From an optimization exercise on the open Yosys and OpenROAD flow, aimed at small area, a short achievable clock period and few clock cycles per item; shortcuts taken in it are not production practice.
Where RTL was checked, it was by simulation tests only, not by an equivalence proof against the original.
Only the layout flow was run in runs 1 and 2; the RTL was not checked for function there.
No activity file was given, so power comes from the tool's default toggle rates.

$ cat flow/config.mk
export PLATFORM = sky130hd
export DESIGN_NAME = stripe_engine
export DESIGN_NICKNAME = stripe_engine
export VERILOG_FILES = /design/flow/design.v
export SDC_FILE = /design/flow/constraint.sdc
export NUM_CORES = 4
export LEC_CHECK = 0
export CAP_MARGIN = 20
export CORE_MARGIN = 2
export CORE_UTILIZATION = 65
export PLACE_DENSITY = 0.75
export SLEW_MARGIN = 20
$ cat flow/constraint.sdc
create_clock -name core_clock -period 15.0 [get_ports {clk}]
set_input_delay 3.0000 -clock core_clock [delete_from_list [all_inputs] [get_ports {clk}]]
set_output_delay 3.0000 -clock core_clock [all_outputs]
set_load 0.01 [all_outputs]
$ cat flow/design.v
module stripe_engine (
  input  wire        clk,
  input  wire        rst,
  input  wire        cmd_valid,
  output wire        cmd_ready,
  input  wire [1:0]  cmd_op,        
  input  wire [4:0]  cmd_dcount,    
  input  wire [21:0] cmd_miss,      
  input  wire        cmd_miss_p,    
  input  wire        cmd_miss_q,    
  input  wire        in_valid,
  output wire        in_ready,
  input  wire [63:0] in_data,
  output wire        res_valid,
  input  wire        res_ready,
  output reg  [2:0]  res_status,
  output reg  [4:0]  res_pos,
  output reg  [63:0] res_p,
  output reg  [63:0] res_q,
  output reg  [63:0] res_dx,
  output reg  [63:0] res_dy
);
  localparam ST_OK = 3'd0, ST_QBAD = 3'd1, ST_PBAD = 3'd2, ST_LOST = 3'd3, ST_DBAD = 3'd4;
  function automatic [7:0] gf_mul(input [7:0] a, input [7:0] b);
    reg [7:0] r, t;
    integer i;
    begin
      r = 8'h00;
      t = a;
      for (i = 0; i < 8; i = i + 1) begin
        if (b[i]) r = r ^ t;
        t = {t[6:0], 1'b0} ^ (t[7] ? 8'h1D : 8'h00);
      end
      gf_mul = r;
    end
  endfunction
  function automatic [7:0] gf_xtime(input [7:0] a);
    gf_xtime = {a[6:0], 1'b0} ^ (a[7] ? 8'h1D : 8'h00);
  endfunction
  function automatic [7:0] gf_xinv(input [7:0] a);
    gf_xinv = {1'b0, a[7:1]} ^ (a[0] ? 8'h8E : 8'h00);
  endfunction
  function automatic [7:0] g_pos(input [4:0] e);
    g_pos =
      (e == 5'd0) ? 8'h01 :
      (e == 5'd1) ? 8'h02 :
      (e == 5'd2) ? 8'h04 :
      (e == 5'd3) ? 8'h08 :
      (e == 5'd4) ? 8'h10 :
      (e == 5'd5) ? 8'h20 :
      (e == 5'd6) ? 8'h40 :
      (e == 5'd7) ? 8'h80 :
      (e == 5'd8) ? 8'h1D :
      (e == 5'd9) ? 8'h3A :
      (e == 5'd10) ? 8'h74 :
      (e == 5'd11) ? 8'hE8 :
      (e == 5'd12) ? 8'hCD :
      (e == 5'd13) ? 8'h87 :
      (e == 5'd14) ? 8'h13 :
      (e == 5'd15) ? 8'h26 :
      (e == 5'd16) ? 8'h4C :
      (e == 5'd17) ? 8'h98 :
      (e == 5'd18) ? 8'h2D :
      (e == 5'd19) ? 8'h5A :
      (e == 5'd20) ? 8'hB4 :
      (e == 5'd21) ? 8'h75 :
      8'h00;
  endfunction
  function automatic [7:0] g_neg(input [4:0] e);
    g_neg =
      (e == 5'd0) ? 8'h01 :
      (e == 5'd1) ? 8'h8E :
      (e == 5'd2) ? 8'h47 :
      (e == 5'd3) ? 8'hAD :
      (e == 5'd4) ? 8'hD8 :
      (e == 5'd5) ? 8'h6C :
      (e == 5'd6) ? 8'h36 :
      (e == 5'd7) ? 8'h1B :
      (e == 5'd8) ? 8'h83 :
      (e == 5'd9) ? 8'hCF :
      (e == 5'd10) ? 8'hE9 :
      (e == 5'd11) ? 8'hFA :
      (e == 5'd12) ? 8'h7D :
      (e == 5'd13) ? 8'hB0 :
      (e == 5'd14) ? 8'h58 :
      (e == 5'd15) ? 8'h2C :
      (e == 5'd16) ? 8'h16 :
      (e == 5'd17) ? 8'h0B :
      (e == 5'd18) ? 8'h8B :
      (e == 5'd19) ? 8'hCB :
      (e == 5'd20) ? 8'hEB :
      (e == 5'd21) ? 8'hFB :
      8'h00;
  endfunction
  function automatic [7:0] g_tinv(input [4:0] e);
    g_tinv =
      (e == 5'd1) ? 8'hF4 :
      (e == 5'd2) ? 8'hA7 :
      (e == 5'd3) ? 8'h9D :
      (e == 5'd4) ? 8'h72 :
      (e == 5'd5) ? 8'hED :
      (e == 5'd6) ? 8'h5F :
      (e == 5'd7) ? 8'h54 :
      (e == 5'd8) ? 8'hA0 :
      (e == 5'd9) ? 8'hA9 :
      (e == 5'd10) ? 8'hFB :
      (e == 5'd11) ? 8'h74 :
      (e == 5'd12) ? 8'h85 :
      (e == 5'd13) ? 8'hE4 :
      (e == 5'd14) ? 8'hC0 :
      (e == 5'd15) ? 8'h8A :
      (e == 5'd16) ? 8'h67 :
      (e == 5'd17) ? 8'hDC :
      (e == 5'd18) ? 8'h26 :
      (e == 5'd19) ? 8'h63 :
      (e == 5'd20) ? 8'hF2 :
      (e == 5'd21) ? 8'hE9 :
      8'h00;
  endfunction
  reg        busy_in;           
  reg        cmd_ready_r;
  reg        in_ready_r;
  reg        rdy_d, rdy_p, rdy_q;   
  reg        rec_r, chk_r;      
  reg [4:0]  n_r;               
  reg [21:0] miss_r;
  reg        mp_r, mq_r;
  reg [4:0]  bcnt;              
  reg [4:0]  xr, yr;            
  reg [1:0]  nd;                
  reg [63:0] pacc, racc;        
  assign cmd_ready = cmd_ready_r;
  assign in_ready  = in_ready_r;
  wire cmd_take  = cmd_valid & cmd_ready_r;
  wire beat_d    = in_valid & rdy_d;
  wire beat_p    = in_valid & rdy_p;
  wire beat_q    = in_valid & rdy_q;
  wire missing   = rec_r & miss_r[bcnt];
  wire last_d    = (bcnt == n_r - 5'd1);
  wire [4:0] bnext = bcnt + 5'd1;
  reg [63:0] racc_x;
  integer l;
  always @(*) begin
    for (l = 0; l < 8; l = l + 1)
      racc_x[8*l +: 8] = gf_xinv(racc[8*l +: 8]);
  end
  reg        pass;              
  reg        ldone;             
  reg [3:0]  cnt;               
  reg        rv;                
  reg [7:0]  kr, kq, kt;        
  reg        m_gen, m_chk, m_lost, m_c4, m_c5, m_c6, m_c7, m_mp, m_mq;
  reg [4:0]  n_pass;
  reg [7:0]  s_u, s_x;          
  reg        found;             
  reg        bad;
  reg        spnz, sqnz;
  reg        sact;              
  reg [7:0]  st;                
  reg [4:0]  sj;
  reg        xfound;
  reg [4:0]  xpos;
  assign res_valid = rv;
  wire [7:0] lp = res_p[7:0];
  wire [7:0] lq = res_q[7:0];
  wire [7:0] la = res_dx[7:0];
  wire [7:0] lr = res_dy[7:0];
  wire [7:0] tp = res_p[63:56];
  wire [7:0] tq = res_q[63:56];
  wire [7:0] sp  = lp ^ la;
  wire [7:0] mr  = gf_mul(kr, lr);
  wire [7:0] sq  = lq ^ mr;
  wire [7:0] opq = m_c5 ? sp : m_chk ? tp : lq;
  wire [7:0] mq  = gf_mul(kq, opq);
  wire [7:0] opt = m_chk ? tq : s_u;
  wire [7:0] mt  = gf_mul(kt, opt);
  reg [7:0] np, nq, x1;
  always @(*) begin
    np = 8'd0; nq = 8'd0; x1 = 8'd0;
    if (m_gen) begin
      np = la; nq = mr;
    end else if (m_chk) begin
      np = sp; nq = sq;
    end else if (m_c4) begin
      np = m_mp ? la : lp;
      nq = m_mq ? mr : lq;
    end else if (m_c5) begin
      np = lp;
      nq = m_mq ? (mr ^ mq) : lq;
      x1 = sp;
    end else if (m_c6) begin
      x1 = mq ^ mr;
      np = la ^ mq ^ mr;
      nq = lq;
    end else if (m_c7) begin
      np = lp; nq = lq;
      x1 = sp;
    end
  end
  wire [7:0] nx = m_c7 ? (s_x ^ mt) : s_x;
  wire [7:0] ny = m_c7 ? mt : 8'd0;
  wire [7:0] st1 = gf_xtime(st);
  wire [7:0] st2 = gf_xtime(st1);
  wire [7:0] st3 = gf_xtime(st2);
  wire [7:0] st4 = gf_xtime(st3);
  wire h0 = (st  == kq) && (sj        < n_pass);
  wire h1 = (st1 == kq) && (sj + 5'd1 < n_pass);
  wire h2 = (st2 == kq) && (sj + 5'd2 < n_pass);
  wire h3 = (st3 == kq) && (sj + 5'd3 < n_pass);
  wire [2:0] nlost = {1'b0, nd} + {2'b00, mp_r} + {2'b00, mq_r};
  wire s_lost = rec_r & (nlost > 3'd2);
  wire s_c4 = rec_r & ~s_lost & (nd == 2'd0);
  wire s_c5 = rec_r & ~s_lost & (nd == 2'd1) & ~mp_r;
  wire s_c6 = rec_r & ~s_lost & (nd == 2'd1) & mp_r;
  wire s_c7 = rec_r & ~s_lost & (nd == 2'd2);
  wire [4:0] e_r = (s_c6 | s_c7) ? (n_r - 5'd1 - xr) : (n_r - 5'd1);
  wire idle_next = ~pass & ~(rv & ~res_ready);
  always @(posedge clk) begin
    if (rst) begin
      busy_in     <= 1'b0;
      cmd_ready_r <= 1'b1;
      in_ready_r  <= 1'b0;
      rdy_d       <= 1'b0;
      rdy_p       <= 1'b0;
      rdy_q       <= 1'b0;
      pass        <= 1'b0;
      rv          <= 1'b0;
    end else begin
      if (cmd_take) begin
        busy_in     <= 1'b1;
        cmd_ready_r <= 1'b0;
        in_ready_r  <= 1'b1;
        rdy_d       <= 1'b1;
      end
      if (beat_d & last_d) begin
        rdy_d      <= 1'b0;
        in_ready_r <= idle_next;
        rdy_p      <= idle_next;
      end
      if (busy_in & ~rdy_d & ~rdy_q & ~in_ready_r) begin
        in_ready_r <= idle_next;
        rdy_p      <= idle_next;
      end
      if (beat_p) begin
        rdy_p <= 1'b0;
        rdy_q <= 1'b1;
      end
      if (beat_q) begin
        rdy_q       <= 1'b0;
        busy_in     <= 1'b0;
        cmd_ready_r <= 1'b1;
        in_ready_r  <= 1'b0;
        pass        <= 1'b1;
      end
      if (pass && !ldone && cnt == 4'd8 && !m_chk) begin
        pass <= 1'b0;
        rv   <= 1'b1;
      end
      if (pass && ldone && !sact) begin
        pass <= 1'b0;
        rv   <= 1'b1;
      end
      if (rv && res_ready)
        rv <= 1'b0;
    end
  end
  always @(posedge clk) begin
    if (cmd_ready_r) begin
      rec_r  <= (cmd_op == 2'd1);
      chk_r  <= (cmd_op == 2'd2);
      n_r    <= cmd_dcount;
      miss_r <= cmd_miss;
      mp_r   <= cmd_miss_p;
      mq_r   <= cmd_miss_q;
      bcnt   <= 5'd0;
      nd     <= 2'd0;
    end
    if (beat_d) begin
      bcnt <= bnext;
      if (missing) begin
        if (nd == 2'd0) xr <= bcnt;
        if (nd == 2'd1) yr <= bcnt;
        if (nd != 2'd3) nd <= nd + 2'd1;
      end
    end
  end
  always @(posedge clk) begin
    if (rdy_q) begin
      ldone  <= 1'b0;
      cnt    <= 4'd0;
      m_gen  <= ~rec_r & ~chk_r;
      m_chk  <= chk_r;
      m_lost <= s_lost;
      m_c4   <= s_c4;
      m_c5   <= s_c5;
      m_c6   <= s_c6;
      m_c7   <= s_c7;
      m_mp   <= mp_r;
      m_mq   <= mq_r;
      n_pass <= n_r;
      kr     <= g_pos(e_r);
      kq     <= s_c5 ? g_pos(xr) : g_neg(xr);
      kt     <= g_tinv(yr - xr);
      found  <= 1'b0;
      bad    <= 1'b0;
      spnz   <= 1'b0;
      sqnz   <= 1'b0;
      sact   <= 1'b0;
      xfound <= 1'b0;
    end else if (pass) begin
      if (!ldone) begin
        cnt <= cnt + 4'd1;
        if (cnt == 4'd8) begin
          ldone <= 1'b1;
          if (!m_chk) begin
            res_pos    <= 5'd0;
            res_status <= m_lost ? ST_LOST : ST_OK;
          end
        end
        if (m_chk && cnt != 4'd0) begin
          if (tp != 8'd0) spnz <= 1'b1;
          if (tq != 8'd0) sqnz <= 1'b1;
          if (!found) begin
            if (tp != 8'd0) begin
              found <= 1'b1;
              kt    <= tp;
              kq    <= tq;
              st    <= tp;
              sj    <= 5'd0;
              sact  <= 1'b1;
            end else if (tq != 8'd0) begin
              bad <= 1'b1;
            end
          end else if (mt != mq) begin
            bad <= 1'b1;
          end
        end
      end
      if (sact) begin
        if (h0 | h1 | h2 | h3) begin
          xfound <= 1'b1;
          xpos   <= h0 ? sj : h1 ? sj + 5'd1 : h2 ? sj + 5'd2 : sj + 5'd3;
          sact   <= 1'b0;
        end else if (sj + 5'd4 >= n_pass) begin
          sact   <= 1'b0;
        end
        st <= st4;
        sj <= sj + 5'd4;
      end
      if (ldone && !sact) begin
        res_pos <= 5'd0;
        if (!spnz && !sqnz)      res_status <= ST_OK;
        else if (!spnz)          res_status <= ST_QBAD;
        else if (!sqnz)          res_status <= ST_PBAD;
        else if (!bad && xfound) begin
          res_status <= ST_DBAD;
          res_pos    <= xpos;
        end else                 res_status <= ST_LOST;
      end
    end
  end
  wire [63:0] gd = in_data & {64{beat_d & ~missing}};
  always @(posedge clk) begin
    if (cmd_ready_r) begin
      pacc <= 64'd0;
      racc <= 64'd0;
    end else begin
      pacc <= pacc ^ gd;
      racc <= racc ^ ({64{beat_d}} & (racc_x ^ racc)) ^ gd;
    end
  end
  always @(posedge clk) begin
    s_u <= sp ^ mq ^ mr;
    s_x <= x1;
  end
  always @(posedge clk) begin
    if (rdy_p) begin
      res_p  <= in_data;
      res_dx <= pacc;
      res_dy <= racc;
    end
    if (rdy_q)
      res_q  <= in_data;
    if (pass && !ldone && cnt != 4'd8) begin
      res_p <= {np, res_p[63:8]};
      res_q <= {nq, res_q[63:8]};
    end
    if (pass && !ldone) begin
      res_dx <= {nx, res_dx[63:8]};
      res_dy <= {ny, res_dy[63:8]};
    end
  end
endmodule
$ cat flow/flow/run.sh
#!/bin/bash
# Standard ORFS layout with a tighter repair target and small port buffers.
set -euo pipefail
bash standard.sh SETUP_SLACK_MARGIN=10.6 \
  "BUFFER_PORTS_ARGS=-buffer_cell sky130_fd_sc_hd__buf_1" finish > orfs_make.log 2>&1
$ cat flow/standard.sh
#!/bin/bash
# synth_recipe.tcl (not shown) runs the flow's synth.tcl, then flattens the netlist and writes it again
# the make line also repeats each setting of config.mk as NAME=value (left out here)
make -C /OpenROAD-flow-scripts/flow DESIGN_CONFIG=/design/flow/config.mk WORK_HOME=/design/flow/orfs CLKGATE_MAP_FILE= SYNTH_SCRIPT=/design/flow/synth_recipe.tcl "${@:-finish}"
==> flow_summary.json, run 1 <==
{
  "status": "finished clean",
  "grt_pass1_wl_um": 145900,
  "grt_start_max_net_pins": 101,
  "slew_headroom": 0.2465,
  "async_flop_share": 0,
  "setup_viol": 0,
  "clock_path_buffers": 3,
  "yosysWarnings": 1,
  "setup_tns_ns": 0,
  "layout.nets": 3596,
  "synthFlopType": "edfxtp_1",
  "drive_above_1_share": 0.06775,
  "slew_viol_final": 0,
  "post_drt_wl_per_cell_um": 24.02,
  "dieArea_um2": 47240,
  "drt-initial-drc-count": 3063,
  "holdPathStages": 0,
  "vdd_drop_max_v": 0.0001132,
  "reg2reg_to": "kr[6]",
  "fp-row-count": 78,
  "die_height_um": 217.3,
  "yosysMostFrequentCell": "nand2_1",
  "synthToLayoutAreaGrowth_pct": 12.27,
  "endpoint_kind": "output port",
  "hold_start": "n_r[4]",
  "grt_pass1_vias": 23660,
  "cts_tree": "done",
  "holdPathEnd": "n_pass[4]",
  "hold_path.class": "reg -> reg",
  "gp_congestion": 0.9739,
  "grt_usage": 0.4122,
  "synth-seq-cells": 529,
  "antenna_found_initial": 2,
  "yosysTopAreaCell": "edfxtp_1",
  "path_cells": "buf_1",
  "viasPerCell": 6.167,
  "cp_num_buf_inv": 1,
  "finalHoldViolations": 0,
  "timing.fmax_mhz": 227.1,
  "finalClockSkew_ns": 0.03432,
  "synth_edf_count": 364,
  "crit_required_ns": 12.00,
  "clock-sinks": 529,
  "dp_hpwl_um": 70190,
  "cp_slowest_cell": "edfxtp_1",
  "path_clk_slew_ns": 0.07,
  "worstMarginPinSlew_ns": 1.130,
  "r2r-start": "mq_r",
  "io_buffers": 366,
  "cts_buffers": 54,
  "cp_max_fo": 5,
  "p_per_area_nw_per_um2": 122.4,
  "crit_type": "reg -> out",
  "synth_top_area_frac": 0.3694,
  "seq_area_frac_synth": 0.4811,
  "leakage_nw": 12.64,
  "firstDrtPassIters": 6,
  "core_um2": 45190,
  "ant_nets": 0,
  "dp_slack_ns": 9.751,
  "vias": 25380,
  "startpoint_type": "flip-flop",
  "overflow": 0,
  "synthDistinctLibCells": 88,
  "initial_core_util": 0.6548,
  "grt_setup_unrepaired": "true",
  "cap_violations": 0,
  "synth_area_um2": 29590,
  "min_period_over_period": 0.2936,
  "drc": 0,
  "power_mw": 4.066,
  "syn_inst": 3200,
  "synth_area_leaders": "edfxtp_1 (37%), nand2_1 (12%), dfxtp_1 (11%), xnor2_1 (8.0%), xor2_1 (5.7%)",
  "cpPeakStageDelay_ns": 0.57,
  "fin_ws_ns": 10.60,
  "ff2ff_path_depth": 13,
  "fp.dieW_um": 217.3,
  "clock_latency_ns": 0.63,
  "path_delay_family": "flip-flops",
  "crit_arrival_ns": 1.40,
  "pin_count": 367,
  "htree_levels": 2,
  "synth.top_cells.by_count": "nand2_1 (929), edfxtp_1 (364), nor2_1 (298), xnor2_1 (269), xor2_1 (194)",
  "period_needed_ns": 4.404,
  "cts_root_buf": "clkbuf_16",
  "finalWirelength_um": 98880,
  "r2r_slack_ns": 10.97,
  "syn_area_per_cell_um2": 9.246,
  "syn_nets": 3328
}
## layout make-up
cell class                 instances  area [µm²]
multi-input combinational       2413       14390
tap                              600       750.7
fill                            3345       11970
clock inverter                    28       305.3
timing repair buffer             419        1792
antenna                            3       7.507
inverter                          51       191.4
clock buffer                      73        1544
sequential                       529       14240
## state kept, by name (all words and copies together) (netlist names), 4 cells and up
| register | cells |
|---|---|
| kr | 8 |
| res_dx | 64 |
| kq | 8 |
| res_q | 64 |
| res_pos | 5 |
| kt | 8 |
| s_x | 8 |
| miss_r | 22 |
| res_dy | 64 |
| yr | 5 |
| n_pass | 5 |
| n_r | 5 |
| bcnt | 5 |
| pacc | 64 |
| xr | 5 |
| racc | 64 |
| cnt | 4 |
| res_p | 64 |
| xpos | 5 |
| s_u | 8 |
| st | 8 |
## cells by family after synthesis
logic type / count (synthesis) / share of synthesized area
simple gates: 1368 / 0.1842
flops: 529 / 0.4811
xor+xnor: 493 / 0.1568
compound gates: 441 / 0.09646
buf+inv: 258 / 0.03595
mux: 83 / 0.03290
fa+ha+maj: 28 / 0.01260
## where the power goes
| part | internal [mW] | switching [mW] |
|---|---|---|
| Sequential | 1.67 | 0.0916 |
| Combinational | 0.333 | 0.567 |
| Clock | 0.811 | 0.597 |
## layout by cell type, fill, tap and decap left out, types with 12 or more instances in the layout
master / count
clkbuf_16: 55
ha_1: 25
a31oi_1: 17
a221oi_1: 18
o21ai_0: 86
dfxtp_1: 163
o22ai_1: 28
mux2_2: 31
nor2b_1: 13
buf_1: 365
a21oi_1: 124
nand3_1: 29
edfxtp_1: 364
o211ai_1: 12
clkinv_2: 13
a211oi_1: 46
mux2i_1: 38
xor2_1: 194
xnor2_2: 13
nor3_1: 22
inv_1: 47
a22oi_1: 13
xnor2_1: 267
nand2_1: 926
nor2_1: 297
nand2b_1: 12
and2_1: 13
buf_4: 48
## through the flow
| step | util | std cells | hold WS (ns) | area (µm²) |
|---|---|---|---|---|
| 3_3_place_gp | 0.6886 | 3986 | 0.4547 | 31110 |
| 5_1_grt | 0.7349 | 4113 | 0.5073 | 33210 |
| 4_1_cts | 0.7332 | 4108 | 0.4811 | 33130 |
| 2_1_floorplan | - | 3200 | 0.4275 | 29590 |
| 6_report | 0.7351 | 4116 | 0.4843 | 33220 |
| 3_5_place_dp | 0.6886 | 3986 | 0.4655 | 31110 |
## worst max path at each step
stage / from / end / slack [ns] / depth (start not counted)
2_1_floorplan: in_valid / racc[10] / 10.63 / 9
3_3_place_gp: in_valid / racc[27] / 9.86 / 7
3_5_place_dp: in_valid / racc[34] / 9.75 / 7
4_1_cts: in_valid / racc[35] / 10.61 / 7
5_1_grt: in_valid / racc[35] / 10.57 / 7
6_report: res_q[7] / res_q[7] / 10.60 / 1
## layer usage
metal	up-vias	global-route usage	wire length [µm]
li1	11310	-	-
met1	12160	0.5581	37490
met2	1623	0.6312	44150
met3	299	0.08288	11210
met4	0	0.2139	6027
met5	-	0	0
## what timing repair did
item,CTS,global route
hold buffers,0,0
setup buffers,21,5
pin swaps,0,0
gates resized for setup,2,4
endpoints found under the setup margin,74,56
==> run 2: changes to the inputs <==
--- a/flow/config.mk
+++ b/flow/config.mk
@@ -5,6 +5,7 @@
 export SDC_FILE = /design/flow/constraint.sdc
 export NUM_CORES = 4
 export LEC_CHECK = 0
+export ABC_CLOCK_PERIOD_IN_PS = 4000
 export CAP_MARGIN = 20
 export CORE_MARGIN = 2
 export CORE_UTILIZATION = 65
==> run 2 against run 1 <==
Net effect:
- total power stayed put
- register-to-register slack hardly changed
- worst hold slack stayed put
- fmax stayed put
- non-clock buffer count stayed put
- global-route usage stayed put
- first-iteration DRC count stayed put
- flip-flop and latch count stayed put
- largest power group unchanged
==> flow_summary.json, run 2 <==
{
  "leakage_nw": 12.64,
  "synthDistinctLibCells": 88,
  "dp_hpwl_um": 70190,
  "core_um2": 45190,
  "crit_arrival_ns": 1.40,
  "synth_xor_xnor_area_share": 0.1568,
  "min_period_over_period": 0.2936,
  "yosysTopAreaCell": "edfxtp_1",
  "synth_edf_count": 364,
  "synth_compound_gate_area_share": 0.09646,
  "p_per_area_nw_per_um2": 122.4,
  "async_flop_share": 0,
  "layout_commonest_cell": "nand2_1",
  "period_needed_ns": 4.404,
  "cap_violations": 0,
  "path_cells": "buf_1",
  "cp_num_buf_inv": 1,
  "fp.dieW_um": 217.3,
  "slew_headroom": 0.2465,
  "layout.nets": 3596,
  "ant_nets": 0,
  "hold_buffers": 0,
  "clock-sinks": 529,
  "yosys.area_share.simple": 0.1842,
  "mostFrequentLayoutCells": "nand2_1 (926), buf_1 (365), edfxtp_1 (364)",
  "hold_path.class": "reg -> reg",
  "synthFlopType": "edfxtp_1",
  "synth_area_leaders": "edfxtp_1 (37%), nand2_1 (12%), dfxtp_1 (11%), xnor2_1 (8.0%), xor2_1 (5.7%)",
  "cts_root_buf": "clkbuf_16",
  "grt_usage": 0.4122,
  "antenna_found_initial": 2,
  "path_delay_family": "flip-flops",
  "synth.top_cells.by_count": "nand2_1 (929), edfxtp_1 (364), nor2_1 (298), xnor2_1 (269), xor2_1 (194)",
  "drc": 0,
  "seq_area_frac_synth": 0.4811,
  "gp_congestion": 0.9739,
  "worstMarginPinSlew_ns": 1.130,
  "synth_top_family_by_area": "simple AND/OR/NAND/NOR gates",
  "fp-row-count": 78,
  "synth-seq-cells": 529,
  "die_height_um": 217.3,
  "yosysMostFrequentCell": "nand2_1",
  "htree_levels": 2,
  "synthToLayoutAreaGrowth_pct": 12.27,
  "startpoint_type": "flip-flop",
  "grt_pass1_vias": 23660,
  "hold_start": "n_r[4]",
  "holdPathEnd": "n_pass[4]",
  "vdd_drop_max_v": 0.0001132,
  "holdPathStages": 0,
  "r2r_slack_ns": 10.97,
  "r2r-start": "mq_r",
  "status": "finished clean",
  "yosysWarnings": 1,
  "final_util": 0.7351,
  "overflow": 0,
  "drt-initial-drc-count": 3063,
  "syn_nets": 3328,
  "clock_latency_ns": 0.63,
  "stdcell_area_um2": 33220,
  "clock_path_buffers": 3,
  "dp_slack_ns": 9.751,
  "cpPeakStageDelay_ns": 0.57,
  "timing.fmax_mhz": 227.1,
  "grt_setup_unrepaired": "true",
  "cts_buffers": 54,
  "dpl_cell_area_um2": 31110,
  "initial_core_util": 0.6548,
  "synthAdderAreaFrac": 0.01260,
  "slew_viol_final": 0,
  "ff2ff_path_depth": 13,
  "setup_tns_ns": 0,
  "reg2reg_to": "kr[6]",
  "crit_type": "reg -> out",
  "post_drt_wl_per_cell_um": 24.02,
  "path_clk_slew_ns": 0.07,
  "cp_max_fo": 5,
  "fin_ws_ns": 10.60,
  "grt_pass1_wl_um": 145900,
  "path_depth": 1,
  "setup_viol": 0,
  "cp_slowest_cell": "edfxtp_1",
  "endpoint_kind": "output port",
  "viasPerCell": 6.167,
  "io_buffers": 366,
  "hold_ws_ns": 0.4843,
  "synth.area.mux_share": 0.03290,
  "vias": 25380,
  "drive_above_1_share": 0.06775,
  "finalHoldViolations": 0,
  "dieArea_um2": 47240,
  "synth_area_um2": 29590,
  "grt_start_max_net_pins": 101,
  "cts_tree": "done",
  "syn_inst": 3200,
  "finalClockSkew_ns": 0.03432,
  "synth_top_area_frac": 0.3694,
  "crit_required_ns": 12.00,
  "dp.cells": 3986,
  "pin_count": 367,
  "finalWirelength_um": 98880,
  "firstDrtPassIters": 6,
  "power_mw": 4.066,
  "finalNonFillerCells": 4116,
  "syn_area_per_cell_um2": 9.246
}
[run 2: cell counts in the layout (fill, tap and decap cells not counted)]
Identical to the previous run, type by type.
[run 2: logic make-up after synthesis]
kind of cell               after synthesis
xor gates and xnor gates               493
DFF                                    529
AOI/OAI and AO/OA                      441
adders and majority gates               28
buffers and inverters                  258
and+or+nand+nor                       1368
muxes                                   83
[run 2: repair_timing]
item / CTS / global route
endpoints found under the hold margin: 0 / 0
buffers inserted: 21 / 5
resized for setup: 2 / 4
setup endpoints to repair: 74 / 56
[run 2: power by group]
part | leakage (nW) | switching [mW] | internal [mW]
registers | 4.75 | 0.0916 | 1.67
clock network | 0.910 | 0.597 | 0.811
logic | 6.98 | 0.567 | 0.333
[run 2: layout make-up]
type	instances	area, µm²
Multi-Input combinational cell	2413	14390
Sequential cell	529	14240
Fill cell	3345	11970
Timing Repair Buffer	419	1792
Clock buffer	73	1544
Tap cell	600	750.7
Clock inverter	28	305.3
Inverter	51	191.4
Antenna cell	3	7.507
[run 2: worst max path at each step]
stage / endpoint / start
after floorplan: racc[10] / in_valid
after global routing: racc[35] / in_valid
after CTS: racc[35] / in_valid
after global placement: racc[27] / in_valid
final: res_q[7] / res_q[7]
after detailed placement: racc[34] / in_valid
[run 2: layer usage]
layer  track usage  vias up  share of wire
met2        0.6312     1623           0.45
met5             0        -              0
met3       0.08288      299           0.11
met4        0.2139        0          0.061
li1              -    11310              -
met1        0.5581    12160           0.38
==> run 3: changes to the inputs <==
--- a/flow/design.v
+++ b/flow/design.v
@@ -135,8 +135,8 @@
   wire beat_d    = in_valid & rdy_d;
   wire beat_p    = in_valid & rdy_p;
   wire beat_q    = in_valid & rdy_q;
-  wire missing   = rec_r & miss_r[bcnt];
-  wire last_d    = (bcnt == n_r - 5'd1);
+  wire missing   = rec_r & miss_r[0];      
+  reg  last_d;                   
   wire [4:0] bnext = bcnt + 5'd1;
   reg [63:0] racc_x;
   integer l;
@@ -274,9 +274,12 @@
       mq_r   <= cmd_miss_q;
       bcnt   <= 5'd0;
       nd     <= 2'd0;
+      last_d <= (cmd_dcount == 5'd1);
     end
     if (beat_d) begin
-      bcnt <= bnext;
+      bcnt   <= bnext;
+      miss_r <= {1'b0, miss_r[21:1]};
+      last_d <= (bnext == n_r - 5'd1);
       if (missing) begin
         if (nd == 2'd0) xr <= bcnt;
         if (nd == 2'd1) yr <= bcnt;
--- a/flow/config.mk
+++ b/flow/config.mk
@@ -5,7 +5,6 @@
 export SDC_FILE = /design/flow/constraint.sdc
 export NUM_CORES = 4
 export LEC_CHECK = 0
-export ABC_CLOCK_PERIOD_IN_PS = 4000
 export CAP_MARGIN = 20
 export CORE_MARGIN = 2
 export CORE_UTILIZATION = 65
==> run 3 against run 2 <==
Net effect:
- largest cell class is now flip-flops and latches
- fmax up 0.25%
- register-to-register slack got worse by 0.08 ns
- combinational power up 2.6%
- largest power group unchanged
- routed wire length about the same
- synthesized cell count decreased by 0.31%
- utilization rose by 0.69 points
- first-iteration DRC count rose by 5.1%
- worst hold slack worse by 0.016 ns
- die area decreased by 1.0%
- sequential power about the same
- still clean
==> flow_summary.json, run 3 <==
{
  "overflow": 0,
  "antenna_found_initial": 4,
  "cts_tree": "done",
  "vias": 25340,
  "finalWirelength_um": 98970,
  "viasPerCell": 6.191,
  "dp_hpwl_um": 70680,
  "crit_required_ns": 12.00,
  "drc": 0,
  "crit_type": "reg -> out",
  "period_needed_ns": 4.393,
  "synthToLayoutAreaGrowth_pct": 12.34,
  "grt_start_max_net_pins": 93,
  "worstMarginPinSlew_ns": 1.083,
  "path_clk_slew_ns": 0.07,
  "finalNonFillerCells": 4093,
  "grt_pass1_vias": 23700,
  "cp_slowest_cell": "edfxtp_1",
  "cp_num_buf_inv": 1,
  "cap_violations": 0,
  "timing.fmax_mhz": 227.6,
  "cpPeakStageDelay_ns": 0.58,
  "syn_nets": 3318,
  "path_depth": 1,
  "synthDistinctLibCells": 80,
  "core_um2": 44320,
  "htree_levels": 2,
  "leakage_nw": 12.56,
  "synthFlopType": "edfxtp_1",
  "syn_area_per_cell_um2": 9.176,
  "finalClockSkew_ns": 0.02717,
  "holdPathStages": 1,
  "grt_usage": 0.4119,
  "ant_nets": 0,
  "fp-row-count": 77,
  "min_period_over_period": 0.2929,
  "synth_area_leaders": "edfxtp_1 (37%), nand2_1 (12%), dfxtp_1 (11%), xnor2_1 (9.2%), xor2_1 (4.9%)",
  "slew_viol_final": 0,
  "seq_area_frac_synth": 0.4870,
  "grt_pass1_wl_um": 144600,
  "fp.dieW_um": 216.2,
  "post_drt_wl_per_cell_um": 24.18,
  "startpoint_type": "flip-flop",
  "mostFrequentLayoutCells": "nand2_1 (936), buf_1 (366), edfxtp_1 (364)",
  "p_per_area_nw_per_um2": 124.1,
  "synth.top_cells.by_count": "nand2_1 (939), edfxtp_1 (364), nor2_1 (314), xnor2_1 (308), dfxtp_1 (166)",
  "clock_latency_ns": 0.62,
  "slew_headroom": 0.2781,
  "synth_area_um2": 29270,
  "grt_setup_unrepaired": "false",
  "initial_core_util": 0.6605,
  "setup_viol": 0,
  "cts_root_buf": "clkbuf_16",
  "hold_ws_ns": 0.4681,
  "drt-initial-drc-count": 3219,
  "layout_commonest_cell": "nand2_1",
  "yosysMostFrequentCell": "nand2_1",
  "pin_count": 367,
  "dp.cells": 3966,
  "hold_path.class": "reg -> reg",
  "path_delay_family": "flip-flops",
  "cts_buffers": 54,
  "yosysTopAreaCell": "edfxtp_1",
  "async_flop_share": 0,
  "finalHoldViolations": 0,
  "layout.nets": 3583,
  "dieArea_um2": 46740,
  "crit_arrival_ns": 1.39,
  "clock_path_buffers": 3,
  "status": "finished clean",
  "vdd_drop_max_v": 0.0001088,
  "final_util": 0.7420,
  "clock-sinks": 530,
  "setup_tns_ns": 0,
  "synth_edf_count": 364,
  "gp_congestion": 0.9516,
  "die_height_um": 216.2,
  "cp_max_fo": 5,
  "syn_inst": 3190,
  "drive_above_1_share": 0.05660,
  "path_cells": "buf_1",
  "yosysWarnings": 1,
  "synth-seq-cells": 530,
  "io_buffers": 366,
  "firstDrtPassIters": 6,
  "synth_top_area_frac": 0.3734,
  "endpoint_kind": "output port",
  "ff2ff_path_depth": 8
}
## run 3: cell types whose count changed in the layout (fill, tap and decap cells not counted), sizes merged, moves of 7 or more
| cell | before | now |
|---|---|---|
| a211oi | 46 | 6 |
| a31oi | 17 | 9 |
| buf | 418 | 407 |
| mux2i | 43 | 77 |
| nand2 | 929 | 939 |
| nand3 | 29 | 21 |
| nor2 | 298 | 314 |
| nor2b | 14 | 22 |
| nor3 | 22 | 29 |
| o21ai | 94 | 83 |
| xnor2 | 281 | 318 |
| xor2 | 202 | 169 |
## run 3: final timing paths
kind | slack [ns] | from | to
max reg2reg | 10.89 | m_c5 | bad
max | 10.61 | res_q[57] | res_q[57]
min | 0.47 | busy_in | busy_in
min reg2reg | 0.47 | busy_in | busy_in
## run 3: kinds of logic after synthesis
| group | share of synthesized area |
|---|---|
| fa+ha+maj | 0.01308 |
| flops | 0.4870 |
| simple gates | 0.1930 |
| compound gates | 0.07737 |
| buf+inv | 0.03347 |
| xor+xnor | 0.1559 |
| mux | 0.04018 |
## run 3: area by class of cell
type,instances,area [µm²]
inverters,50,191.4
well taps,592,740.7
fillers,3249,11440
clock inverters,19,214.0
clock buffers,80,1580
multi-input cells,2412,14150
diodes,3,7.507
flip-flops and latches,530,14260
repair buffers,407,1734
## run 3: timing repair
item                                    in CTS  in global routing
resized for setup                            3                  6
endpoints found under the setup margin     158                 68
buffers inserted                            20                  4
hold buffers                                 0                  0
## run 3: per-layer routing
layer / share of wire / GRT usage / vias up
met5: 0.00067 / 0 / -
met4: 0.059 / 0.2146 / 4
met3: 0.12 / 0.08014 / 305
met2: 0.45 / 0.6284 / 1741
met1: 0.37 / 0.5619 / 12130
li1: - / - / 11160
## run 3: power by group
group	total [mW]	switching [mW]	internal (mW)	leakage [nW]
registers	1.78	0.100	1.68	4.75
logic	0.923	0.579	0.344	6.93
clock network	1.38	0.584	0.797	0.885
total	4.08	1.26	2.82	12.6
## run 3: per-stage QoR
| stage | instance area, µm² | setup WS [ns] | power [mW] |
|---|---|---|---|
| detailed placement | 30820 | 9.775 | 2.686 |
| floorplan | 29310 | 10.59 | 2.386 |
| finish | 32880 | 10.61 | 4.079 |
| CTS | 32790 | 10.52 | 4.050 |
| global route | 32880 | 10.61 | 4.182 |
| global placement | 30820 | 9.883 | 2.667 |
Testbench counts of run 3, summed over its fixed seeds: cycles 37,082, items 1,920.
==> run 4: changes to the inputs <==
--- a/flow/config.mk
+++ b/flow/config.mk
@@ -8,5 +8,7 @@
 export CAP_MARGIN = 20
 export CORE_MARGIN = 2
 export CORE_UTILIZATION = 65
+export CTS_CLUSTER_DIAMETER = 60
+export CTS_CLUSTER_SIZE = 28
 export PLACE_DENSITY = 0.75
 export SLEW_MARGIN = 20
==> run 4 against run 3 <==
Net effect:
- routed wire length shrank 1.1%
- worst hold slack lost 0.00069 ns
- sequential power is essentially flat
- critical path type unchanged
- still clean on timing, DRC and antenna
- cell area shrank 1.2%
- final cell count shrank 0.81%
- clock skew grew 0.014 ns
- critical endpoint is now res_q[6]
- synthesized cell count is the same
==> flow_summary.json, run 4 <==
{
  "status": "finished clean",
  "slew_viol_final": 0,
  "synth_top_family_by_area": "simple AND/OR/NAND/NOR gates",
  "yosys.area_share.simple": 0.1930,
  "clock-sinks": 530,
  "synth_edf_count": 364,
  "synth_compound_gate_area_share": 0.07737,
  "drc": 0,
  "layout_commonest_cell": "nand2_1",
  "synthFlopType": "edfxtp_1",
  "finalNonFillerCells": 4060,
  "grt_pass1_vias": 23450,
  "finalClockSkew_ns": 0.04085,
  "die_height_um": 216.2,
  "slew_headroom": 0.2713,
  "yosysMostFrequentCell": "nand2_1",
  "cts_tree": "done",
  "clock_path_buffers": 3,
  "drive_above_1_share": 0.05248,
  "htree_levels": 2,
  "grt_setup_unrepaired": "false",
  "synthAdderAreaFrac": 0.01308,
  "path_clk_slew_ns": 0.10,
  "endpoint_kind": "output port",
  "gp_congestion": 0.9516,
  "grt_start_max_net_pins": 93,
  "synth_xor_xnor_area_share": 0.1559,
  "leakage_nw": 12.36,
  "synthToLayoutAreaGrowth_pct": 11.00,
  "crit_type": "reg -> out",
  "syn_nets": 3318,
  "finalWirelength_um": 97860,
  "worstMarginPinSlew_ns": 1.093,
  "cts_root_buf": "clkbuf_16",
  "fp-row-count": 77,
  "vias": 25070,
  "core_um2": 44320,
  "initial_core_util": 0.6605,
  "cts_buffers": 37,
  "dp.cells": 3966,
  "layout.nets": 3567,
  "path_cells": "buf_1",
  "p_per_area_nw_per_um2": 118.8,
  "async_flop_share": 0,
  "ant_nets": 0,
  "grt_pass1_wl_um": 143500,
  "cp_num_buf_inv": 1,
  "cp_max_fo": 5,
  "stdcell_area_um2": 32490,
  "crit_arrival_ns": 1.40,
  "path_delay_family": "flip-flops",
  "hold_ws_ns": 0.4674,
  "clock_latency_ns": 0.60,
  "synth_area_um2": 29270,
  "mostFrequentLayoutCells": "nand2_1 (936), buf_1 (366), edfxtp_1 (364)",
  "crit_required_ns": 12.00,
  "vdd_drop_max_v": 0.0001094,
  "synth-seq-cells": 530,
  "synthDistinctLibCells": 80,
  "seq_area_frac_synth": 0.4870,
  "finalHoldViolations": 0,
  "hold_buffers": 0,
  "synth.top_cells.by_count": "nand2_1 (939), edfxtp_1 (364), nor2_1 (314), xnor2_1 (308), dfxtp_1 (166)",
  "dieArea_um2": 46740,
  "period_needed_ns": 4.398,
  "io_buffers": 366,
  "grt_usage": 0.4084,
  "startpoint_type": "flip-flop",
  "syn_area_per_cell_um2": 9.176,
  "pin_count": 367,
  "antenna_found_initial": 3,
  "setup_tns_ns": 0,
  "syn_inst": 3190,
  "drt-initial-drc-count": 3487,
  "dp_hpwl_um": 70680,
  "synth.area.mux_share": 0.04018,
  "timing.fmax_mhz": 227.4,
  "cpPeakStageDelay_ns": 0.59,
  "num_antenna_cells": 0,
  "min_period_over_period": 0.2932,
  "yosysWarnings": 1,
  "firstDrtPassIters": 9,
  "overflow": 0,
  "fin_ws_ns": 10.60,
  "viasPerCell": 6.174,
  "fillers": 3312,
  "setup_viol": 0,
  "hold_path.class": "reg -> reg",
  "dpl_cell_area_um2": 30820,
  "cap_violations": 0,
  "dp_slack_ns": 9.775,
  "fp.dieW_um": 216.2,
  "synth_area_leaders": "edfxtp_1 (37%), nand2_1 (12%), dfxtp_1 (11%), xnor2_1 (9.2%), xor2_1 (4.9%)",
  "yosysTopAreaCell": "edfxtp_1",
  "cp_slowest_cell": "edfxtp_1",
  "synth_top_area_frac": 0.3734,
  "post_drt_wl_per_cell_um": 24.10
}
## run 4: metrics by stage
step | utilization | total power [mW]
final | 0.7331 | 3.860
after detailed placement | 0.6954 | 2.686
after global placement | 0.6954 | 2.667
after CTS | 0.7307 | 3.836
after global routing | 0.7331 | 3.963
after floorplan | - | 2.386
## run 4: final cells by class
type,instances,area [µm²],share of cell area
clock buffer,41,983.4,0.03027
clock inverter,27,412.9,0.01271
inverter,50,191.4,0.005892
multi-input combinational,2412,14150,0.4357
sequential,530,14260,0.4388
tap,592,740.7,0.02280
timing repair buffer,408,1749,0.05384
## run 4: report_power, final
group          total [mW]  switching (mW)  leakage, nW  internal (mW)
clock network        1.17           0.608        0.674          0.558
registers            1.77          0.0982         4.75           1.67
logic               0.923           0.578         6.94          0.345
total                3.86            1.28         12.4           2.58
## run 4: metal layers
layer	global-route usage	vias up	wire (µm)
li1	-	11110	-
met1	0.5641	11970	36840
met2	0.6293	1708	43780
met3	0.07425	271	11910
met4	0.1906	6	5301
met5	0	-	40
## run 4: cell families (layout without fill, tap and decap cells)
logic type               Yosys count  in the layout
buffers and inverters            248            526
AO/OA/AOI/OAI                    367            367
AND/OR/NAND/NOR                 1409           1409
flip-flops                       530            530
multiplexers                     112            112
adder cells (fa/ha/maj)           29             29
XOR/XNOR                         495            495
## run 4: final timing paths
kind             from  endpoint  slack, ns  cells after the start
min reg2reg   busy_in   busy_in       0.47                      1
max reg2reg      m_c5       bad      10.78                      8
max          res_q[6]  res_q[6]      10.60                      1
min           busy_in   busy_in       0.47                      1
## run 4: timing repair
item | in CTS | in global routing
setup buffers | 20 | 5
endpoints found under the setup margin | 158 | 140
gates resized for setup | 2 | 8
gates cloned | 0 | 0
==> run 5: changes to the inputs <==
--- a/flow/config.mk
+++ b/flow/config.mk
@@ -10,5 +10,5 @@
 export CORE_UTILIZATION = 65
 export CTS_CLUSTER_DIAMETER = 60
 export CTS_CLUSTER_SIZE = 28
-export PLACE_DENSITY = 0.75
+export PLACE_DENSITY = 0.65
 export SLEW_MARGIN = 20
==> run 5 against run 4 <==
Net effect:
- via count down 0.50%
- die area is the same
- still clean
- clock skew fell by 0.0059 ns
- synthesized area unchanged
==> flow_summary.json, run 5 <==
{
  "status": "finished clean",
  "cpPeakStageDelay_ns": 0.54,
  "drc": 0,
  "power_frac_comb": 0.231,
  "dpl_cell_area_um2": 30800,
  "die_height_um": 216.2,
  "synth_top_family_by_area": "simple AND/OR/NAND/NOR gates",
  "hold_ws_ns": 0.4749,
  "path_depth": 1,
  "cts_root_buf": "clkbuf_16",
  "grt_start_max_net_pins": 90,
  "async_flop_share": 0,
  "synth.top_cells.by_count": "nand2_1 (939), edfxtp_1 (364), nor2_1 (314), xnor2_1 (308), dfxtp_1 (166)",
  "fillers": 3275,
  "final_util": 0.7368,
  "p_int_mw": 2.603,
  "reg2reg_to": "res_p[58]",
  "layout_commonest_cell": "nand2_1",
  "ant_nets": 0,
  "mostFrequentLayoutCells": "nand2_1 (936), buf_1 (366), edfxtp_1 (364)",
  "clkPwrFrac": 0.309,
  "viasPerCell": 6.121,
  "grt_pass1_vias": 23370,
  "crit_required_ns": 12.00,
  "synthFlopType": "edfxtp_1",
  "period_needed_ns": 4.411,
  "syn_inst": 3190,
  "cp_num_buf_inv": 1,
  "synthAdderAreaFrac": 0.01308,
  "synth_area_um2": 29270,
  "path_cells": "buf_1",
  "path_delay_family": "flip-flops",
  "htree_levels": 2,
  "io_buffers": 366,
  "finalHoldViolations": 0,
  "leakage_nw": 12.44,
  "critPathLaunch": "res_q[3]",
  "synth_compound_gate_area_share": 0.07737,
  "r2r_slack_ns": 10.77,
  "cts_buffers": 38,
  "core_um2": 44320,
  "cp_slowest_cell": "edfxtp_1",
  "fp.dieW_um": 216.2,
  "dp_hpwl_um": 69630,
  "path_clk_slew_ns": 0.07,
  "antenna_found_initial": 3,
  "grt_setup_unrepaired": "false",
  "syn_nets": 3318,
  "synth-seq-cells": 530,
  "p_seq_frac": 0.460,
  "yosysMostFrequentCell": "nand2_1",
  "fp-row-count": 77,
  "dieArea_um2": 46740,
  "dp_slack_ns": 9.797,
  "clock_path_buffers": 3,
  "synth_top_area_frac": 0.3734,
  "ff2ff_path_depth": 9,
  "crit_type": "reg -> out",
  "crit_arrival_ns": 1.41,
  "r2r-start": "m_c5",
  "post_drt_wl_per_cell_um": 23.78,
  "startpoint_type": "flip-flop",
  "hold_path.class": "reg -> reg",
  "yosysWarnings": 1,
  "layout.nets": 3580,
  "cap_violations": 0,
  "multi_input_area_um2": 14170,
  "finalClockSkew_ns": 0.03493,
  "clock_latency_ns": 0.60,
  "worstMarginPinSlew_ns": 1.020,
  "vias": 24940,
  "endpoint_kind": "output port",
  "seq_area_frac_synth": 0.4870,
  "finalWirelength_um": 96900,
  "cts_tree": "done",
  "vdd_drop_max_v": 0.00009043,
  "synth.area.mux_share": 0.04018,
  "synthToLayoutAreaGrowth_pct": 11.55,
  "clock-sinks": 530,
  "fin_ws_ns": 10.59,
  "gp_congestion": 1.008,
  "slew_viol_final": 0,
  "overflow": 0,
  "min_period_over_period": 0.2941,
  "initial_core_util": 0.6605,
  "p_sw_mw": 1.256,
  "p_per_area_nw_per_um2": 118.2,
  "setup_viol": 0,
  "stdcell_area_um2": 32650,
  "syn_area_per_cell_um2": 9.176,
  "synth_xor_xnor_area_share": 0.1559,
  "final-seq-area_um2": 14260,
  "grt_pass1_wl_um": 143100,
  "pin_count": 367,
  "cp_max_fo": 5,
  "yosys.area_share.simple": 0.1930,
  "setup_tns_ns": 0,
  "slew_headroom": 0.3006,
  "firstDrtPassIters": 6,
  "synth_edf_count": 364,
  "yosysTopAreaCell": "edfxtp_1",
  "grt_usage": 0.4070,
  "switching_share": 0.3255,
  "drive_above_1_share": 0.05744,
  "drt-initial-drc-count": 3213,
  "synthDistinctLibCells": 80,
  "cp-endpoint": "res_q[3]",
  "synth_area_leaders": "edfxtp_1 (37%), nand2_1 (12%), dfxtp_1 (11%), xnor2_1 (9.2%), xor2_1 (4.9%)",
  "timing.fmax_mhz": 226.7
}
## run 5: how the worst min path moves through the flow
stage                 start  cells past startpoint  slack, ns  endpoint
finish               xfound                      2       0.47    xfound
global route        busy_in                      1       0.48   busy_in
CTS                  xfound                      2       0.48    xfound
detailed placement  busy_in                      1       0.45   busy_in
global placement    busy_in                      1       0.45   busy_in
floorplan             chk_r                      0       0.43     m_chk
## run 5: what timing repair did
action / 4_1_cts / 5_1_grt
setup buffers: 20 / 20
hold buffers: 0 / 0
setup endpoints to repair: 148 / 124
gates resized for setup: 4 / 9
## run 5: cell type report
type / count / area share
Tap cell: 592 / 0.02269
Multi-Input combinational cell: 2412 / 0.4341
Timing Repair Buffer: 420 / 0.05583
Antenna cell: 1 / 0.00007664
Clock buffer: 43 / 0.03230
Sequential cell: 530 / 0.4367
Inverter: 50 / 0.005863
Clock inverter: 27 / 0.01249
## run 5: cells by family (layout without fill, tap and decap cells)
family / Yosys count / after routing
buffers and inverters: 248 / 540
xor gates and xnor gates: 495 / 495
other: 0 / 1
adders and majority gates: 29 / 29
DFF: 530 / 530
and+or+nand+nor: 1409 / 1409
AOI/OAI and AO/OA: 367 / 367
muxes: 112 / 112
## run 5: worst reg2reg max path, delay by kind of cell, from the launching register on
kind,cells,cell delay [ns]
DFF,1,0.98
AOI/OAI and AO/OA,4,0.82
and+or+nand+nor,1,0.11
muxes,1,0.94
xor gates and xnor gates,3,1.16
## run 5: power groups by stage
| stage | Clock, mW | Combinational [mW] | Sequential [mW] |
|---|---|---|---|
| 2_1_floorplan | 0 | 0.613 | 1.77 |
| 3_3_place_gp | 0 | 0.833 | 1.81 |
| 3_5_place_dp | 0 | 0.845 | 1.81 |
| 4_1_cts | 1.19 | 0.871 | 1.77 |
| 5_1_grt | 1.24 | 0.953 | 1.78 |
| 6_report | 1.19 | 0.892 | 1.77 |
## run 5: stage by stage
| stage | total power, mW | std cells |
|---|---|---|
| after floorplan | 2.386 | 3190 |
| after global placement | 2.642 | 3964 |
| after detailed placement | 2.656 | 3964 |
| after CTS | 3.836 | 4054 |
| after global routing | 3.973 | 4074 |
| final | 3.860 | 4075 |
## run 5: per-layer routing
layer / up-vias / global-route usage / routed length, µm
met1: 11840 / 0.5477 / 35640
met4: 4 / 0.2281 / 6168
met5: - / 0 / 23
met3: 288 / 0.08772 / 12180
li1: 11140 / - / -
met2: 1671 / 0.6157 / 42900
==> run 6: changes to the inputs <==
==> flow/flow/run.sh (replaced) <==
#!/bin/bash
# Standard ORFS layout with a tighter repair target and small port buffers.
set -euo pipefail
bash standard.sh SETUP_SLACK_MARGIN=10.7 \
  "BUFFER_PORTS_ARGS=-buffer_cell sky130_fd_sc_hd__buf_1" finish > orfs_make.log 2>&1
--- a/flow/config.mk
+++ b/flow/config.mk
@@ -10,5 +10,5 @@
 export CORE_UTILIZATION = 65
 export CTS_CLUSTER_DIAMETER = 60
 export CTS_CLUSTER_SIZE = 28
-export PLACE_DENSITY = 0.65
+export PLACE_DENSITY = 0.75
 export SLEW_MARGIN = 20
==> run 6 against run 5 <==
Net effect:
- still clean
- utilization rose by 0.37 points
- sequential share of layout area fell by 0.22 points
- sequential power barely moved
- die area did not move
- global-route usage rose by 0.14 points
- first-iteration DRC count rose by 16%
- combinational power rose by 4.0%
- worst setup slack improved by 0.049 ns
- critical path depth did not move
- cell area rose by 0.50%
- largest cell class unchanged
- highest routed layer unchanged
==> flow_summary.json, run 6 <==
{
  "status": "finished clean",
  "hold_buffers": 0,
  "period_needed_ns": 4.363,
  "pin_count": 367,
  "synth_compound_gate_area_share": 0.07737,
  "io_buffers": 366,
  "finalNonFillerCells": 4103,
  "synth.area.mux_share": 0.04018,
  "vdd_drop_max_v": 0.0001099,
  "p_seq_frac": 0.462,
  "ant_nets": 0,
  "firstDrtPassIters": 8,
  "r2r_slack_ns": 10.82,
  "initial_core_util": 0.6605,
  "min_period_over_period": 0.2908,
  "cp_slowest_cell": "edfxtp_1",
  "syn_nets": 3318,
  "drive_above_1_share": 0.06895,
  "grt_start_max_net_pins": 106,
  "cap_violations": 0,
  "leakage_nw": 12.59,
  "crit_required_ns": 12.00,
  "synthAdderAreaFrac": 0.01308,
  "post_drt_wl_per_cell_um": 23.91,
  "yosys.area_share.simple": 0.1930,
  "clock_path_buffers": 3,
  "dp.cells": 3968,
  "finalHoldViolations": 0,
  "timing.fmax_mhz": 229.2,
  "holdPathEnd": "busy_in",
  "startpoint_type": "flip-flop",
  "path_clk_slew_ns": 0.10,
  "slew_headroom": 0.2601,
  "worstMarginPinSlew_ns": 1.110,
  "dp_hpwl_um": 69620,
  "die_height_um": 216.2,
  "syn_inst": 3190,
  "synth-seq-cells": 530,
  "core_um2": 44320,
  "synth_xor_xnor_area_share": 0.1559,
  "gp_congestion": 0.9684,
  "drt-initial-drc-count": 3734,
  "synth_area_leaders": "edfxtp_1 (37%), nand2_1 (12%), dfxtp_1 (11%), xnor2_1 (9.2%), xor2_1 (4.9%)",
  "async_flop_share": 0,
  "clock-sinks": 530,
  "switching_share": 0.3271,
  "synth_edf_count": 364,
  "fp-row-count": 77,
  "cts_root_buf": "clkbuf_16",
  "dp_slack_ns": 9.753,
  "layout_commonest_cell": "nand2_1",
  "stdcell_area_um2": 32820,
  "r2r-start": "kr[6]",
  "finalWirelength_um": 98100,
  "setup_tns_ns": 0,
  "reg2reg_to": "res_q[61]",
  "path_delay_family": "flip-flops",
  "grt_pass1_vias": 23560,
  "grt_pass1_wl_um": 143600,
  "cpPeakStageDelay_ns": 0.55,
  "synth_top_area_frac": 0.3734,
  "finalClockSkew_ns": 0.03261,
  "grt_setup_unrepaired": "true",
  "seq_area_frac_synth": 0.4870,
  "mostFrequentLayoutCells": "nand2_1 (936), edfxtp_1 (364), buf_1 (353)",
  "viasPerCell": 6.141,
  "cts_buffers": 35,
  "drc": 0,
  "synthToLayoutAreaGrowth_pct": 12.11,
  "crit_type": "reg -> out",
  "cts_tree": "done",
  "slew_viol_final": 0,
  "endpoint_kind": "output port",
  "synthFlopType": "edfxtp_1",
  "p_sw_mw": 1.249,
  "yosysMostFrequentCell": "nand2_1",
  "synth_top_family_by_area": "simple AND/OR/NAND/NOR gates",
  "p_int_mw": 2.570,
  "clock_latency_ns": 0.60,
  "cp_max_fo": 2,
  "clkPwrFrac": 0.295,
  "hold_start": "busy_in",
  "hold_path.class": "reg -> reg",
  "htree_levels": 2,
  "hold_ws_ns": 0.4765,
  "layout.nets": 3611,
  "holdPathStages": 1,
  "dieArea_um2": 46740,
  "yosysTopAreaCell": "edfxtp_1",
  "synthDistinctLibCells": 80,
  "yosysWarnings": 1,
  "synth.top_cells.by_count": "nand2_1 (939), edfxtp_1 (364), nor2_1 (314), xnor2_1 (308), dfxtp_1 (166)",
  "crit_arrival_ns": 1.36,
  "vias": 25200,
  "fin_ws_ns": 10.64,
  "power_frac_comb": 0.243,
  "overflow": 0,
  "dpl_cell_area_um2": 30830,
  "p_per_area_nw_per_um2": 116.4,
  "fp.dieW_um": 216.2,
  "grt_usage": 0.4084,
  "cp_num_buf_inv": 1,
  "fillers": 3243,
  "multi_input_area_um2": 14180,
  "antenna_found_initial": 3,
  "final-seq-area_um2": 14260,
  "path_cells": "clkbuf_2",
  "synth_area_um2": 29270,
  "syn_area_per_cell_um2": 9.176,
  "setup_viol": 0,
  "ff2ff_path_depth": 9
}
run 6: cell counts after synthesis:
Identical to the previous run, type by type.
run 6: how the worst max path moves through the flow:
| stage | slack [ns] | depth (start not counted) | startpoint | end |
|---|---|---|---|---|
| floorplan | 10.71 | 7 | in_valid | miss_r[11] |
| global placement | 9.85 | 7 | in_valid | racc[51] |
| detailed placement | 9.75 | 7 | in_valid | racc[8] |
| CTS | 10.67 | 1 | res_dy[49] | res_dy[49] |
| global route | 10.66 | 1 | res_dy[49] | res_dy[49] |
| finish | 10.64 | 1 | res_dy[49] | res_dy[49] |
run 6: power by group through the flow:
stage / Sequential (mW) / Combinational, mW / Clock (mW)
2_1_floorplan: 1.77 / 0.613 / 0
3_3_place_gp: 1.81 / 0.840 / 0
6_report: 1.77 / 0.928 / 1.13
5_1_grt: 1.77 / 0.984 / 1.17
4_1_cts: 1.76 / 0.899 / 1.12
3_5_place_dp: 1.81 / 0.859 / 0
run 6: metrics by stage:
stage / total power [mW] / utilization
global placement: 2.646 / 0.6957
finish: 3.818 / 0.7405
detailed placement: 2.668 / 0.6957
floorplan: 2.386 / -
global route: 3.921 / 0.7404
CTS: 3.780 / 0.7345
run 6: metal layers:
layer / wire length (µm) / vias up / global-route usage
li1: - / 11190 / -
met1: 36970 / 12040 / 0.5508
met2: 43680 / 1650 / 0.6248
met3: 11550 / 308 / 0.09249
met4: 5809 / 6 / 0.2027
met5: 80 / - / 0
run 6: what timing repair did:
| item | 4_1_cts | 5_1_grt |
|---|---|---|
| buffers inserted | 48 | 21 |
| gates resized for setup | 7 | 28 |
| setup endpoints to repair | 178 | 155 |
| pin swaps | 0 | 0 |
run 6: area by class of cell:
cell class / instances / share of cell area
Antenna cell: 1 / 0.00007626
Clock buffer: 39 / 0.02844
Clock inverter: 25 / 0.01136
Inverter: 50 / 0.005834
Multi-Input combinational cell: 2412 / 0.4322
Sequential cell: 530 / 0.4345
Tap cell: 592 / 0.02257
Timing Repair Buffer: 454 / 0.06497
run 6: cells by family (layout without fill, tap and decap cells):
group,after synthesis,after routing
XOR/XNOR,495,495
buffers and inverters,248,568
multiplexers,112,112
other,0,1
flip-flops,530,530
AND/OR/NAND/NOR,1409,1409
adder cells (fa/ha/maj),29,29
AO/OA/AOI/OAI,367,367
==> run 7: changes to the inputs <==
==> flow/flow/run.sh (replaced) <==
#!/bin/bash
# Standard ORFS layout with a tighter repair target and small port buffers.
set -euo pipefail
bash standard.sh SETUP_SLACK_MARGIN=10.6 \
  "BUFFER_PORTS_ARGS=-buffer_cell sky130_fd_sc_hd__buf_1" finish > orfs_make.log 2>&1
--- a/flow/config.mk
+++ b/flow/config.mk
@@ -6,6 +6,8 @@
 export NUM_CORES = 4
 export LEC_CHECK = 0
 export CAP_MARGIN = 20
+export CELL_PAD_IN_SITES_DETAIL_PLACEMENT = 0
+export CELL_PAD_IN_SITES_GLOBAL_PLACEMENT = 0
 export CORE_MARGIN = 2
 export CORE_UTILIZATION = 65
 export CTS_CLUSTER_DIAMETER = 60
==> run 7 against run 6 <==
Net effect:
- sequential power about the same
- register-to-register slack got worse by 0.04 ns
- routed wire length fell by 0.24%
- worst setup slack worse by 0.035 ns
- non-clock buffer count shrank 46
- sequential share of layout area increased by 0.43 points
- global-route usage about the same
- combinational power decreased by 0.5%
- largest power group unchanged
- clock power rose by 4%
- die area unchanged
- first-iteration DRC count fell by 6.6%
==> flow_summary.json, run 7 <==
{
  "clock-sinks": 530,
  "cp_num_buf_inv": 1,
  "async_flop_share": 0,
  "pin_count": 367,
  "cts_tree": "done",
  "min_period_over_period": 0.2932,
  "dp_hpwl_um": 70680,
  "leakage_nw": 12.36,
  "cts_root_buf": "clkbuf_16",
  "synthToLayoutAreaGrowth_pct": 11.00,
  "r2r-start": "m_c5",
  "mostFrequentLayoutCells": "nand2_1 (936), buf_1 (366), edfxtp_1 (364)",
  "core_um2": 44320,
  "gp_congestion": 0.9516,
  "vdd_drop_max_v": 0.0001094,
  "syn_inst": 3190,
  "drt-initial-drc-count": 3487,
  "grt_usage": 0.4084,
  "overflow": 0,
  "ff2ff_path_depth": 8,
  "syn_area_per_cell_um2": 9.176,
  "vias": 25070,
  "synth_area_leaders": "edfxtp_1 (37%), nand2_1 (12%), dfxtp_1 (11%), xnor2_1 (9.2%), xor2_1 (4.9%)",
  "hold_path.class": "reg -> reg",
  "crit_required_ns": 12.00,
  "p_per_area_nw_per_um2": 118.8,
  "holdPathEnd": "busy_in",
  "gr-usage-met1": 0.5641,
  "finalClockSkew_ns": 0.04085,
  "fp.dieW_um": 216.2,
  "layout_commonest_cell": "nand2_1",
  "io_buffers": 366,
  "synthDistinctLibCells": 80,
  "clock_latency_ns": 0.60,
  "initial_core_util": 0.6605,
  "cpPeakStageDelay_ns": 0.59,
  "clock_path_buffers": 3,
  "layout.nets": 3567,
  "ant_nets": 0,
  "finalHoldViolations": 0,
  "grt_use_met3": 0.07425,
  "cp_slowest_cell": "edfxtp_1",
  "setup_viol": 0,
  "timing.fmax_mhz": 227.4,
  "dieArea_um2": 46740,
  "antenna_found_initial": 3,
  "path_cells": "buf_1",
  "hold_start": "busy_in",
  "num_antenna_cells": 0,
  "period_needed_ns": 4.398,
  "startpoint_type": "flip-flop",
  "crit_type": "reg -> out",
  "yosysTopAreaCell": "edfxtp_1",
  "viasPerCell": 6.174,
  "grt_start_max_net_pins": 93,
  "post_drt_wl_per_cell_um": 24.10,
  "busiest_layer": "met2",
  "synth_area_um2": 29270,
  "path_clk_slew_ns": 0.10,
  "drc": 0,
  "seq_area_frac_synth": 0.4870,
  "endpoint_kind": "output port",
  "syn_nets": 3318,
  "fp-row-count": 77,
  "worstMarginPinSlew_ns": 1.093,
  "grtUsageMet2": 0.6293,
  "synth-seq-cells": 530,
  "firstDrtPassIters": 9,
  "path_delay_family": "flip-flops",
  "r2r_slack_ns": 10.78,
  "cts_buffers": 37,
  "finalWirelength_um": 97860,
  "holdPathStages": 1,
  "drive_above_1_share": 0.05248,
  "status": "finished clean",
  "die_height_um": 216.2,
  "yosysMostFrequentCell": "nand2_1",
  "synth_edf_count": 364,
  "grt_pass1_wl_um": 143500,
  "slew_headroom": 0.2713,
  "yosysWarnings": 1,
  "final_util": 0.7331,
  "slew_viol_final": 0,
  "synthFlopType": "edfxtp_1",
  "grt_setup_unrepaired": "false",
  "cp_max_fo": 5,
  "crit_arrival_ns": 1.40,
  "synth.top_cells.by_count": "nand2_1 (939), edfxtp_1 (364), nor2_1 (314), xnor2_1 (308), dfxtp_1 (166)",
  "synth_top_area_frac": 0.3734,
  "cap_violations": 0,
  "grt_pass1_vias": 23450,
  "htree_levels": 2,
  "reg2reg_to": "bad",
  "fillers": 3312,
  "setup_tns_ns": 0
}
## run 7: cell counts after synthesis
Identical to the previous run, type by type.
## run 7: area by class of cell
cell class	count	area [µm²]	share of cell area
clock inverter	27	412.9	0.01271
sequential	530	14260	0.4388
inverter	50	191.4	0.005892
timing repair buffer	408	1749	0.05384
clock buffer	41	983.4	0.03027
multi-input combinational	2412	14150	0.4357
tap	592	740.7	0.02280
## run 7: stage by stage
stage	hold WS (ns)	power (mW)	area, µm²	worst slack (ns)	std cells
after floorplan	0.4275	2.386	29310	10.59	3190
after global placement	0.4438	2.667	30820	9.883	3966
after detailed placement	0.4447	2.686	30820	9.775	3966
after CTS	0.4673	3.836	32380	10.53	4054
after global routing	0.4753	3.963	32490	10.60	4060
final	0.4674	3.860	32490	10.60	4060
## run 7: kinds of logic (layout without fill, tap and decap cells)
| group | count (synthesis) | count (layout) | share of synthesized area |
|---|---|---|---|
| DFF | 530 | 530 | 0.4870 |
| xor gates and xnor gates | 495 | 495 | 0.1559 |
| adders and majority gates | 29 | 29 | 0.01308 |
| and+or+nand+nor | 1409 | 1409 | 0.1930 |
| muxes | 112 | 112 | 0.04018 |
| buffers and inverters | 248 | 526 | 0.03347 |
| AOI/OAI and AO/OA | 367 | 367 | 0.07737 |
## run 7: worst max path at each step
| stage | startpoint | to | slack [ns] | cells past startpoint |
|---|---|---|---|---|
| 6_report | res_q[6] | res_q[6] | 10.60 | 1 |
| 5_1_grt | res_q[6] | res_q[6] | 10.60 | 1 |
| 4_1_cts | cmd_ready_r | cmd_ready | 10.53 | 1 |
| 3_5_place_dp | in_valid | racc[23] | 9.78 | 7 |
| 3_3_place_gp | in_valid | racc[51] | 9.88 | 7 |
| 2_1_floorplan | in_valid | racc[15] | 10.59 | 7 |
## run 7: per-layer routing
| layer | up-vias | share of wire |
|---|---|---|
| met3 | 271 | 0.12 |
| met1 | 11970 | 0.38 |
| met2 | 1708 | 0.45 |
| met5 | - | 0.00041 |
| li1 | 11110 | - |
| met4 | 6 | 0.054 |
## run 7: report_power, final
part           switching, mW  internal [mW]  leakage [nW]
combinational          0.578          0.345          6.94
sequential            0.0982           1.67          4.75
clock                  0.608          0.558         0.674
total                   1.28           2.58          12.4
## run 7: timing repair
| item | 4_1_cts | 5_1_grt |
|---|---|---|
| resized for setup | 2 | 8 |
| hold buffers | 0 | 0 |
| endpoints found under the setup margin | 158 | 140 |
| hold endpoints to repair | 0 | 0 |
| setup buffers | 20 | 5 |

==> what the ideal ports hide <==
The flow's constraints put no driver on any port. The routed layouts listed below were extracted and timed again, unchanged, in two steps.
Step 1 sets driving cells, clkbuf_16 on the clock port and buf_2 on the other inputs (assumed; they add their load-dependent delay and slew).
Step 2 times the ports against the registers' clock, not the clock port: input delays grow and output delays shrink by t, the midpoint of the rising clock arrivals with the driver on.
Slacks: ideal ports / drivers / drivers and shift; pairs: ideal ports / drivers.
run | t, ns | slack for setup (ns) | worst hold slack (ns) | worst setup path at the end | cell pins on the clock port's net
run 1 | 0.670 | 10.596 / 10.537 / 10.026 | 0.484 / 0.484 / 0.484 | input to register | 1
run 2 | 0.670 | 10.596 / 10.537 / 10.026 | 0.484 / 0.484 / 0.484 | input to register | 1
run 3 | 0.665 | 10.607 / 10.547 / 10.077 | 0.468 / 0.468 / 0.468 | input to register | 1
run 4 | 0.640 | 10.602 / 10.545 / 10.103 | 0.467 / 0.467 / 0.467 | input to register | 1
run 5 | 0.643 | 10.589 / 10.529 / 10.074 | 0.475 / 0.475 / 0.475 | input to register | 1
run 6 | 0.646 | 10.637 / 10.578 / 10.298 | 0.476 / 0.476 / 0.476 | input to register | 1
run 7 | 0.640 | 10.602 / 10.545 / 10.103 | 0.467 / 0.467 / 0.467 | input to register | 1
After both steps setup and hold are still met in every run listed.
